What follows belongs to an exercise in optimizing a design on an open flow for small area; a production flow would make more cautious choices.
At most, simulation tests tie the RTL to the original design; equivalence was not proved.

== job 101 ==
==> flow/design.v (excerpt) <==
module loop_engine (
    input  wire        clk,
    input  wire        rst_n,
    input  wire        cfg_we,
    input  wire [5:0]  cfg_addr,
    input  wire [15:0] cfg_wdata,
    input  wire        start,
    input  wire [19:0] vref,
    input  wire [19:0] vctl,
    input  wire [15:0] vin_sample,
    input  wire [15:0] ff_pred,
    input  wire [3:0]  n_active,
    input  wire        mem_dom,
    output wire        done,
    output wire [15:0] u_q,
    output wire [14:0] ipk,
    output wire [11:0] duty,
    output wire        sat_hi,
    output wire        sat_lo
);
Settings: LEC_CHECK=0, ABC_AREA=1, CAP_MARGIN=20, CORE_MARGIN=2, CORE_UTILIZATION=60, CTS_BUF_LIST=sky130_fd_sc_hd__clkbuf_8, CTS_CLUSTER_DIAMETER=60, CTS_CLUSTER_SIZE=16, SLEW_MARGIN=20; clock period 50.0 ns.
standard.sh (not shown) runs the stock make flow with config.mk's settings and CLKGATE_MAP_FILE= SYNTH_SCRIPT=/design/flow/synth_recipe.tcl, a recipe that flattens the netlist after the stock synthesis.
==> flow/flow/run.sh <==
#!/bin/bash
# The standard layout (the standard.sh: standard synthesis, floorplan,
# placement, CTS, routing), with one change: the buffers that placement puts
# on every input and output port are the smallest buffer cell, buf_1,
# instead of the cell buffer_ports picks by default.
set -o pipefail
export BUFFER_PORTS_ARGS="-buffer_cell sky130_fd_sc_hd__buf_1"
bash standard.sh > standard.log 2>&1
What job 102 does differently from job 101 at the input level:
--- a/flow/design.v
+++ b/flow/design.v
@@ -81,17 +81,17 @@
             reg  [15:0] v;
             wire        ld = !rst_n || (kwe && kwp == gi);
             always @(posedge clk)
                 v <= ld ? ((rst_n ? cfg_wdata : DEF) ^ POL) : ~kq[(gi + 31) % 32];
             assign kq[gi] = v;
         end
     endgenerate
-    wire [4:0]  kidx;          
+    reg  [4:0]  kidx_r;
     wire [4:0]  krp;
-    le_add #(5) u_krp (.a(kidx), .b(kt), .ci(1'b0), .s(krp), .co());
+    le_add #(5) u_krp (.a(kidx_r), .b(kt), .ci(1'b0), .s(krp), .co());
     wire        kmatch = (krp[1:0] == 2'd0);
     wire [15:0] ktap = ({16{krp[4:2] == 3'd0}} & kq[0])
                      | ({16{krp[4:2] == 3'd1}} & kq[4])
                      | ({16{krp[4:2] == 3'd2}} & kq[8])
                      | ({16{krp[4:2] == 3'd3}} & kq[12])
                      | ({16{krp[4:2] == 3'd4}} & kq[16])
                      | ({16{krp[4:2] == 3'd5}} & kq[20])
@@ -122,19 +122,20 @@
     wire [15:0] e_n = (!vdiff[20] && (vdiff[19:15] != 5'd0))  ? 16'h7FFF :
                       ( vdiff[20] && (vdiff[19:15] != 5'h1F)) ? 16'h8000 : vdiff[15:0];
     reg  [15:0] e_r;
     reg  [15:0] ep;       
     reg  [15:0] ffp_r;
     reg  [3:0]  n_r;
     reg         mem_r;
-    wire [5:0]  eneg  = {1'b0, ~e_r[14:10]} + {5'd0, (e_r[9:0] == 10'd0)};
-    assign kidx = !e_r[15] ? e_r[14:10] : (eneg[5] ? 5'd31 : eneg[4:0]);
+    wire [5:0]  eneg  = {1'b0, ~e_n[14:10]} + {5'd0, (e_n[9:0] == 10'd0)};
+    wire [4:0]  kidx_n = !e_n[15] ? e_n[14:10] : (eneg[5] ? 5'd31 : eneg[4:0]);
     always @(posedge clk) begin
         if (start) begin
             e_r    <= e_n;
+            kidx_r <= kidx_n;
             ffp_r  <= ff_pred;
             n_r    <= n_active;
             mem_r  <= mem_dom;
         end
     end
     wire [16:0] z;
 wire zh_1 = ~(vin_nom[0] ^ ~vin_sample[0]);
@@ -263,31 +264,33 @@
     reg  [31:0] i_acc;
     wire [31:0] fl_i;
     wire        inc_up;
     le_shr u_shr (.p(mp[31:0]), .sh(ki_shift[3:1]), .f(fl_i), .up(inc_up));
     wire        inc_neg = fl_i[31] & !((&fl_i) & inc_up);
     wire [32:0] raw;
     le_add #(33) u_raw (.a({i_acc[31], i_acc}), .b({fl_i[31], fl_i}), .ci(inc_up), .s(raw), .co());
-    wire        dneg = cki ? inc_neg : raw[32];
     wire [17:0] lim18 = {3'b000, int_lim};
-    wire [17:0] c_r;
-    le_add #(18) u_cr (.a({raw[32], raw[32:16]}), .b(lim18 ^ {18{!dneg}}), .ci(!dneg & (|raw[15:0])),
-                       .s(c_r), .co());
-    wire beyond = c_r[17] ^ !dneg;
-    reg  iacc_oor;
+    wire [17:0] c_rh, c_rl;
+    le_add #(18) u_crh (.a({raw[32], raw[32:16]}), .b(~lim18), .ci(|raw[15:0]), .s(c_rh), .co());
+    le_add #(18) u_crl (.a({raw[32], raw[32:16]}), .b(lim18),  .ci(1'b0), .s(c_rl), .co());
+    wire raw_hi  = !c_rh[17];      
+    wire raw_lo  =  c_rl[17];      
+    reg  iacc_hi, iacc_lo;
     always @(posedge clk)
-        if (!(cki | c2 | c3 | c4 | c5))
-            iacc_oor <= beyond;
+        if (!(cki | c2 | c3 | c4 | c5)) begin
+            iacc_hi <= raw_hi;
+            iacc_lo <= raw_lo;
+        end
     wire [15:0] nlim;              
     le_add #(16) u_nlim (.a(~{1'b0, int_lim}), .b(16'd0), .ci(1'b1), .s(nlim), .co());
-    wire inr     = !iacc_oor;
-    wire sel_lp  = inr & !inc_neg & beyond;
-    wire sel_ln  = inr &  inc_neg & beyond;
-    wire sel_raw = inr ? !beyond : (i_acc[31] != inc_neg);
-    wire sel_old = !inr && (i_acc[31] == inc_neg);
+    wire inr     = !iacc_hi && !iacc_lo;
+    wire sel_lp  = inr & raw_hi;
+    wire sel_ln  = inr & raw_lo;
+    wire sel_raw = inr ? (!raw_hi && !raw_lo) : (iacc_hi == inc_neg);
+    wire sel_old = !inr && (iacc_hi != inc_neg);
     wire [31:0] i_new = ({32{sel_raw}} & raw[31:0])
                       | ({32{sel_old}} & i_acc)
                       | ({32{sel_lp}}  & {1'b0, int_lim, 16'd0})
                       | ({32{sel_ln}}  & {nlim, 16'd0});
     reg  [37:0] acc;
     wire [37:0] addend = ({38{sp3}} & {{4{mp[32]}}, mp, 1'b0})
                        | ({38{slot & !sp3}} & {mp[32], mp, 4'b0});
Row clock network contribution to total cell area: job 102 higher / job 101 lower
Multi-input gate share of the layout cell area ended up 0.56 points lower on job 102 than on job 101.
Job 102 went all the way through the flow, and no timing, DRC or antenna check failed.
Job 102 ended up with a lower number of multi-input logic gates than job 101 did.
Sort job 101 and job 102 by global-route usage, ascending, and job 102 comes first.
| area of the multi-input gates | lower: job 102 |
Delta (job 102 minus job 101): routed wire length went down, source-to-sink clock delay at the later pin of the worst-skew pair went down, number of well taps did not really move, die area did not really move.
Compared with job 101, job 102 shows setup slack higher by 1.23 ns.
The required time reported for the critical path endpoint was comparable across job 101 and job 102.
As far as design area is concerned, job 101 and job 102 perform about the same.
Job 102 has sequential share of layout area above what job 101 had.
The RTL of job 101 was laid out without a check of its function.

static timing again, ports no longer ideal:
The results above use ideal ports. As a check the final layouts listed here were re-extracted and re-timed, cells and wires unchanged. Step 1 sets driving cells, clkbuf_16 on the clock port and buf_2 on the other inputs (assumed; they add their load-dependent delay and slew). Step 2, shift: input delay + t, output delay - t, t = (earliest + latest rising clock arrival at the registers) / 2. This alone moves slack from input paths to output paths. a / b / c = ideal / step 1 / step 2; a / b = the first two.
run	t, ns	setup WS [ns]	hold slack, ns
job 101	0.791	12.979 / 12.979 / 12.979	0.359 / 0.359 / 0.359
job 102	0.768	14.213 / 14.213 / 14.213	0.359 / 0.359 / 0.359
After both steps every run listed still meets setup and hold.
